This design comes from an exercise in tuning for small area, a short achievable clock period and few clock cycles per item on the open sky130 flow, not from production work. RTL that was checked went through simulation tests only; none was proved equivalent to the original.

==> v25 <==
## loop_frame
module loop_frame (
    input  wire        clk,
    input  wire        rst,
    input  wire        cmd_valid,
    output wire        cmd_ready,
    input  wire [1:0]  cmd_op,
    input  wire [5:0]  cmd_addr,
    input  wire [31:0] cmd_data,
    input  wire [31:0] in_y,
    input  wire [31:0] in_r,
    input  wire [31:0] in_x1,
    input  wire [31:0] in_x2,
    input  wire [31:0] in_x3,
    output reg         out_valid,
    output reg  [31:0] out_value,
    output reg  [1:0]  out_lim,
    output reg  [11:0] out_flags
);
==> flow/config.mk <==
export PLATFORM = sky130hd
export DESIGN_NAME = loop_frame
export DESIGN_NICKNAME = loop_frame
export VERILOG_FILES = /design/flow/design.v
export SDC_FILE = /design/flow/constraint.sdc
export NUM_CORES = 8
export LEC_CHECK = 0
export ABC_AREA = 1
export CAP_MARGIN = 20
export CORE_MARGIN = 2
export CORE_UTILIZATION = 40
export PLACE_DENSITY = 0.65
export SLEW_MARGIN = 30
export TNS_END_PERCENT = 0
==> flow/constraint.sdc <==
create_clock -name core_clock -period 32.0 [get_ports {clk}]
set_input_delay 6.4000 -clock core_clock [delete_from_list [all_inputs] [get_ports {clk}]]
set_output_delay 6.4000 -clock core_clock [all_outputs]
set_load 0.01 [all_outputs]
standard.sh (not shown) runs the stock make flow with config.mk's settings and CLKGATE_MAP_FILE= SYNTH_SCRIPT=/design/flow/synth_recipe.tcl, a recipe that flattens the netlist after the stock synthesis.
==> flow/flow/run.sh <==
#!/bin/bash
# Layout flow: the standard ORFS flow (standard.sh), with repair_timing aimed
# at a setup slack margin so that the critical paths are sized for a short period.
# The clock period and all constraints stay the design's. Each make/tool output
# goes to its own log in this folder (ORFS also keeps its per-step logs under orfs/logs).
set -euo pipefail
MARGIN=24
bash standard.sh SYNTH_ARGS=-noabc SETUP_SLACK_MARGIN=$MARGIN MATCH_CELL_FOOTPRINT=0 synth > flow_synth.log 2>&1
bash standard.sh SETUP_SLACK_MARGIN=$MARGIN MATCH_CELL_FOOTPRINT=0 floorplan > flow_floorplan.log 2>&1
bash standard.sh SETUP_SLACK_MARGIN=$MARGIN MATCH_CELL_FOOTPRINT=0 place > flow_place.log 2>&1
bash standard.sh SETUP_SLACK_MARGIN=$MARGIN MATCH_CELL_FOOTPRINT=0 cts > flow_cts.log 2>&1
bash standard.sh SETUP_SLACK_MARGIN=$MARGIN MATCH_CELL_FOOTPRINT=0 MAX_REPAIR_ANTENNAS_ITER_DRT=10 route > flow_route.log 2>&1
bash standard.sh SETUP_SLACK_MARGIN=$MARGIN MATCH_CELL_FOOTPRINT=0 finish > flow_finish.log 2>&1
==> v10 (differences from v25) <==
CTS_BUF_LIST = sky130_fd_sc_hd__clkbuf_8   (was unset)
PLACE_DENSITY = 0.7   (was 0.65)
TNS_END_PERCENT = 5   (was 0)
==> v17 (differences from v25) <==
--- a/flow/design.v
+++ b/flow/design.v
@@ -178,51 +178,53 @@
                 opC <= opB;
                 opB <= opA;
                 vA  <= acc_frame;
                 opA <= op_q;
             end
         end
     end
+    reg  [31:0] dt_q;
     always @(posedge clk) begin
         op_q <= cmd_op;
         ad_q <= cmd_addr;
+        dt_q <= cmd_data;
     end
     reg [223:0] ring0, ring1, ring2, ring3;
     wire [31:0] c0 = ring0[31:0], c1 = ring1[31:0], c2 = ring2[31:0], c3 = ring3[31:0];
     wire wr_r0 = acc_wr & rg_v & (rg_u == 2'd0);
     wire wr_r1 = acc_wr & rg_v & (rg_u == 2'd1);
     wire wr_r2 = acc_wr & rg_v & (rg_u == 2'd2);
     wire wr_r3 = acc_wr & rg_v & (rg_u == 2'd3);
     wire [31:0] def0 = (sl[1] | sl[3]) ? ONE : 32'd0;
     wire [31:0] def1 = (sl[2] | sl[3]) ? ONE : 32'd0;
     wire [31:0] def2 = sl[4] ? ONE : 32'd0;
     always @(posedge clk) begin
-        ring0 <= {wr_r0 ? cmd_data : (init ? def0 : c0), ring0[223:32]};
-        ring1 <= {wr_r1 ? cmd_data : (init ? def1 : c1), ring1[223:32]};
-        ring2 <= {wr_r2 ? cmd_data : (init ? def2 : c2), ring2[223:32]};
-        ring3 <= {wr_r3 ? cmd_data : (init ? 32'd0 : c3), ring3[223:32]};
+        ring0 <= {wr_r0 ? dt_q : (init ? def0 : c0), ring0[223:32]};
+        ring1 <= {wr_r1 ? dt_q : (init ? def1 : c1), ring1[223:32]};
+        ring2 <= {wr_r2 ? dt_q : (init ? def2 : c2), ring2[223:32]};
+        ring3 <= {wr_r3 ? dt_q : (init ? 32'd0 : c3), ring3[223:32]};
     end
     reg [31:0] p_dr, p_bias, p_omin, p_omax, p_du;
     reg        p_rev;
     always @(posedge clk) begin
         if (rst_q) begin
             p_dr   <= SMAX;
             p_bias <= 32'd0;
             p_omin <= SMIN;
             p_omax <= SMAX;
             p_du   <= SMAX;
             p_rev  <= 1'b0;
         end else if (acc_wr) begin
             case (ad_q)
-                6'd1:  p_dr   <= cmd_data;
-                6'd5:  p_bias <= cmd_data;
-                6'd9:  p_omin <= cmd_data;
-                6'd10: p_omax <= cmd_data;
-                6'd11: p_du   <= cmd_data;
-                6'd13: p_rev  <= cmd_data[0];
+                6'd1:  p_dr   <= dt_q;
+                6'd5:  p_bias <= dt_q;
+                6'd9:  p_omin <= dt_q;
+                6'd10: p_omax <= dt_q;
+                6'd11: p_du   <= dt_q;
+                6'd13: p_rev  <= dt_q[0];
                 default: ;
             endcase
         end
     end
     reg [31:0] r_q, y_q, x1_q, x2_q, x3_q, t_q;
     reg [31:0] step_q, p_q, gi_q, d_q, f_q, u_q;
     reg [31:0] b0_q, b1_q, b2_q, b3_q;
@@ -351,15 +353,15 @@
     always @(posedge clk) begin
         if (sl[1]) begin
             r_q  <= in_r;
             y_q  <= in_y;
             x1_q <= in_x1;
             x2_q <= in_x2;
             x3_q <= in_x3;
-            t_q  <= cmd_data;
+            t_q  <= dt_q;
         end
         step_q <= r0;
         p_q    <= r0;
         gi_q   <= r1;
         d_q    <= st_fz ? 32'd0 : r2;
         if (sl[5]) f_q <= r3;
         if (sl[0]) u_q <= u_new;
@@ -403,15 +405,15 @@
         acc3 <= z3;
     end
     always @(posedge clk) begin
         if (rst_q) begin
             st_rs <= 32'd0; st_eprev <= 32'd0; st_i <= 32'd0; st_fz <= 1'b0;
             out_value <= 32'd0; out_lim <= 2'd0;
         end else if (lreset) begin
-            st_rs <= cmd_data; st_eprev <= 32'd0; st_i <= 32'd0;
+            st_rs <= dt_q; st_eprev <= 32'd0; st_i <= 32'd0;
             out_value <= c2; out_lim <= 2'd0;
         end else begin
             if (sl[4] & vA) st_rs <= sat33(rs_full);
             if (sl[6] & vA) st_fz <= (opA == 2'd2);
             if (sl[6] & wA) st_eprev <= xq0;
             if (sl[0] & nA) st_i <= i_new;
             if (sl[0] & pA) st_i <= sat34(pi_full);
PLACE_DENSITY = 0.7   (was 0.65)
==> comparison <==
- Design area is about the same in v10 and v17.
- v10 completed without violations. v25 finished clean. v17 went through all stages and came out clean.
- Count of clock-buffer cells in the layout: v17 < v25 < v10.
- First-iteration DRC count: v10 > v17 > v25.
- Worst hold slack, highest first: v17, v25, v10.
- In die area, v25 and v17 hardly differ.
- Wire length, lowest first: v10, v17, v25.
- Against v10, the flip-flop and latch count of v17 is higher by 32.
Testbench counts of v25, summed over its fixed seeds: cycles 11,312, frames 1,600.
Testbench counts of v10, summed over its fixed seeds: cycles 11,312, frames 1,600.
The RTL of v17 was laid out without a check of its function.

---

==> quartz <==
loop_frame, a different RTL version from the one above (not shown whole).
// loop_frame
module loop_frame (
    input  wire        clk,
    input  wire        rst,
    input  wire        cmd_valid,
    output wire        cmd_ready,
    input  wire [1:0]  cmd_op,
    input  wire [5:0]  cmd_addr,
    input  wire [31:0] cmd_data,
    input  wire [31:0] in_y,
    input  wire [31:0] in_r,
    input  wire [31:0] in_x1,
    input  wire [31:0] in_x2,
    input  wire [31:0] in_x3,
    output reg         out_valid,
    output reg  [31:0] out_value,
    output reg  [1:0]  out_lim,
    output reg  [11:0] out_flags
);
    localparam [31:0] SMAX = 32'h7fffffff;
    localparam [31:0] SMIN = 32'h80000000;
    localparam [31:0] ONE  = 32'h01000000;
    localparam F_SHAPE = 0, F_ERROR = 1, F_PID = 2, F_INTEG = 3, F_BQ0 = 4,
               F_BQ1 = 5, F_BQ2 = 6, F_BQ3 = 7, F_FF = 8, F_CLAMP = 9,
               F_RATE = 10, F_PSAT = 11;
    function [31:0] sat33;
        input [32:0] x;
        begin
            if (x[32] != x[31]) sat33 = x[32] ? SMIN : SMAX;
            else sat33 = x[31:0];
        end
    endfunction
    function ov33;
        input [32:0] x;
        begin
            ov33 = (x[32] != x[31]);
        end
    endfunction
    function [31:0] sat34;
        input [33:0] x;
        begin
            if (x[33] & ~(&x[32:31])) sat34 = SMIN;
            else if (~x[33] & (|x[32:31])) sat34 = SMAX;
            else sat34 = x[31:0];
        end
    endfunction
    function ov34;
        input [33:0] x;
        begin
            ov34 = (x[33] & ~(&x[32:31])) | (~x[33] & (|x[32:31]));
        end
    endfunction
    function [32:0] sx33;
        input [31:0] v;
        begin
            sx33 = {v[31], v};
        end
    endfunction
    function [33:0] sx34;
        input [31:0] v;
        begin
            sx34 = {{2{v[31]}}, v};
        end
    endfunction
    function [64:0] mrow;
        input        ai;
        input [64:0] acc;
        input [31:0] add;
        begin
            mrow = ai ? acc : {9'd0, ~add[31], add[30:0], 1'b0, 23'h7fffff};
        end
    endfunction
    reg  [5:0] sl;
    wire [5:0] sl_n = {sl[4:0], sl[5]};
    reg        init;
    reg        rdy;
    reg        cv_q, acc_q, rst_q;
    reg  [1:0] op_q;
    reg  [5:0] ad_q;
    assign cmd_ready = rdy;
    wire acc_cmd   = rdy;
  ...
export LEC_CHECK = 0
export ABC_AREA = 1
export CAP_MARGIN = 20
export CORE_MARGIN = 2
export CORE_UTILIZATION = 40
export SLEW_MARGIN = 20
export TNS_END_PERCENT = 0
create_clock -name core_clock -period 32.0 [get_ports {clk}]
==> flow/flow/run.sh <==
#!/bin/bash
# Layout flow: the standard ORFS flow (standard.sh), with repair_timing aimed
# at a setup slack margin so that the critical paths are sized for a short period.
# The clock period and all constraints stay the design's. Each make/tool output
# goes to its own log in this folder (ORFS also keeps its per-step logs under orfs/logs).
set -euo pipefail
MARGIN=25
bash standard.sh SYNTH_ARGS=-noabc SETUP_SLACK_MARGIN=$MARGIN synth > flow_synth.log 2>&1
bash standard.sh SETUP_SLACK_MARGIN=$MARGIN floorplan > flow_floorplan.log 2>&1
bash standard.sh SETUP_SLACK_MARGIN=$MARGIN place > flow_place.log 2>&1
bash standard.sh SETUP_SLACK_MARGIN=$MARGIN cts > flow_cts.log 2>&1
bash standard.sh SETUP_SLACK_MARGIN=$MARGIN route > flow_route.log 2>&1
bash standard.sh SETUP_SLACK_MARGIN=$MARGIN finish > flow_finish.log 2>&1
==> lagoon (differences from quartz) <==
--- a/flow/design.v
+++ b/flow/design.v
@@ -362,16 +362,16 @@
         acc2 <= z2;
         if (t3) acc3 <= z3;
         acc4 <= z4;
         case (1'b1)
             sl[0]: begin
                 xq0 <= u_new;                    
                 xq1 <= u_new;                    
-                xq2 <= sx33(pB ? xq2[31:0] : b2_q);     
-                xq4 <= pB ? xq4 : b3_q;          
+                xq2 <= sx33(pB ? u_q : b2_q);    
+                xq4 <= pB ? u_q : b3_q;          
             end
             sl[1]: begin
                 xq0 <= dr_new;                   
                 xq1 <= pB ? u_q : r0;            
                 xq2 <= sx33(r0);                 
                 xq4 <= pB ? u_q : r0;            
             end
==> flow/flow/run.sh (replaced) <==
#!/bin/bash
# Layout flow: the standard ORFS flow (standard.sh), with repair_timing aimed
# at a setup slack margin so that the critical paths are sized for a short period.
# The clock period and all constraints stay the design's. Each make/tool output
# goes to its own log in this folder (ORFS also keeps its per-step logs under orfs/logs).
set -euo pipefail
MARGIN=24
bash standard.sh SYNTH_ARGS=-noabc SETUP_SLACK_MARGIN=$MARGIN MATCH_CELL_FOOTPRINT=0 synth > flow_synth.log 2>&1
bash standard.sh SETUP_SLACK_MARGIN=$MARGIN MATCH_CELL_FOOTPRINT=0 floorplan > flow_floorplan.log 2>&1
bash standard.sh SETUP_SLACK_MARGIN=$MARGIN MATCH_CELL_FOOTPRINT=0 place > flow_place.log 2>&1
bash standard.sh SETUP_SLACK_MARGIN=$MARGIN MATCH_CELL_FOOTPRINT=0 cts > flow_cts.log 2>&1
bash standard.sh SETUP_SLACK_MARGIN=$MARGIN MATCH_CELL_FOOTPRINT=0 route > flow_route.log 2>&1
bash standard.sh SETUP_SLACK_MARGIN=$MARGIN MATCH_CELL_FOOTPRINT=0 finish > flow_finish.log 2>&1
--- a/flow/config.mk
+++ b/flow/config.mk
@@ -5,9 +5,10 @@
 export SDC_FILE = /design/flow/constraint.sdc
 export NUM_CORES = 8
 export LEC_CHECK = 0
 export ABC_AREA = 1
 export CAP_MARGIN = 20
 export CORE_MARGIN = 2
 export CORE_UTILIZATION = 40
+export PLACE_DENSITY = 0.7
 export SLEW_MARGIN = 20
 export TNS_END_PERCENT = 0
==> results.txt <==
Status: quartz no timing/DRC/antenna violations; lagoon no timing/DRC/antenna violations
Site Rows: quartz 297; lagoon 296
Register Area: quartz 0.06086 mm2; lagoon 0.06020 mm2
Period utilisation layout: quartz 28.11%; lagoon 26.90%
Multiplexer share of the synthesized area: quartz 0.03484%; lagoon 0.09510%
Placed Instances: quartz 39.35k; lagoon 38.96k
Met2 usage: quartz 56.86%; lagoon 50.15%
Max frequency: quartz 111.2 MHz; lagoon 116.2 MHz
Post-Synthesis Net Count: quartz 36.17k; lagoon 35.89k
Average routed wire per standard cell: quartz 33.16 um; lagoon 30.38 um
Die extent in y: quartz 813.6 um; lagoon 811.0 um
Post-synthesis adder-cell area fraction: quartz 27.46%; lagoon 27.63%
Nonclk buf count: quartz 1212; lagoon 1218
Critical Path Source: quartz a0s11; lagoon xq0[31]
DRT Wirelength: quartz 1341000 um; lagoon 1217000 um
ANT cells: quartz 214; lagoon 186
Overall fraction of global-route tracks in use: quartz 39.10%; lagoon 34.96%
Data arrival time of the worst path: quartz 9610 ps; lagoon 9380 ps
Testbench counts of lagoon, summed over its fixed seeds: cycles 9,704, frames 1,600.
The RTL of quartz was laid out without a check of its function.

static timing again, ports no longer ideal:
How much do the figures lean on ideal ports? The routed layouts below were timed once more, with nothing changed but the port constraints.
Step 1: set_driving_cell puts a clkbuf_16 on clk and a buf_2 on each other input, an assumption about the parent block.
Step 2 also shifts input and output timing later by t, the mid clock arrival at the registers, as if the neighbouring blocks saw the same clock.
Three values: no drivers, after step 1, after step 2; two values: the first two.
| run | shift t [ns] | setup WS [ns] | worst setup path after step 2 | pins driven straight from the clock port |
|---|---|---|---|---|
| v25 | 1.142 | 23.570 / 23.529 / 22.930 | input to register | 1 |
| v10 | 1.385 | 23.647 / 23.583 / 22.798 | input to register | 1 |
| v17 | 1.143 | 23.600 / 23.537 / 22.907 | input to register | 1 |
| quartz | 1.219 | 23.004 / 23.004 / 22.682 | input to register | 1 |
| lagoon | 1.156 | 23.393 / 23.393 / 22.640 | input to register | 1 |
After both steps every run listed still meets setup and hold. The setup slack of v10, which loses most, moves by -0.064 ns with the drivers and by -0.849 ns with both steps.
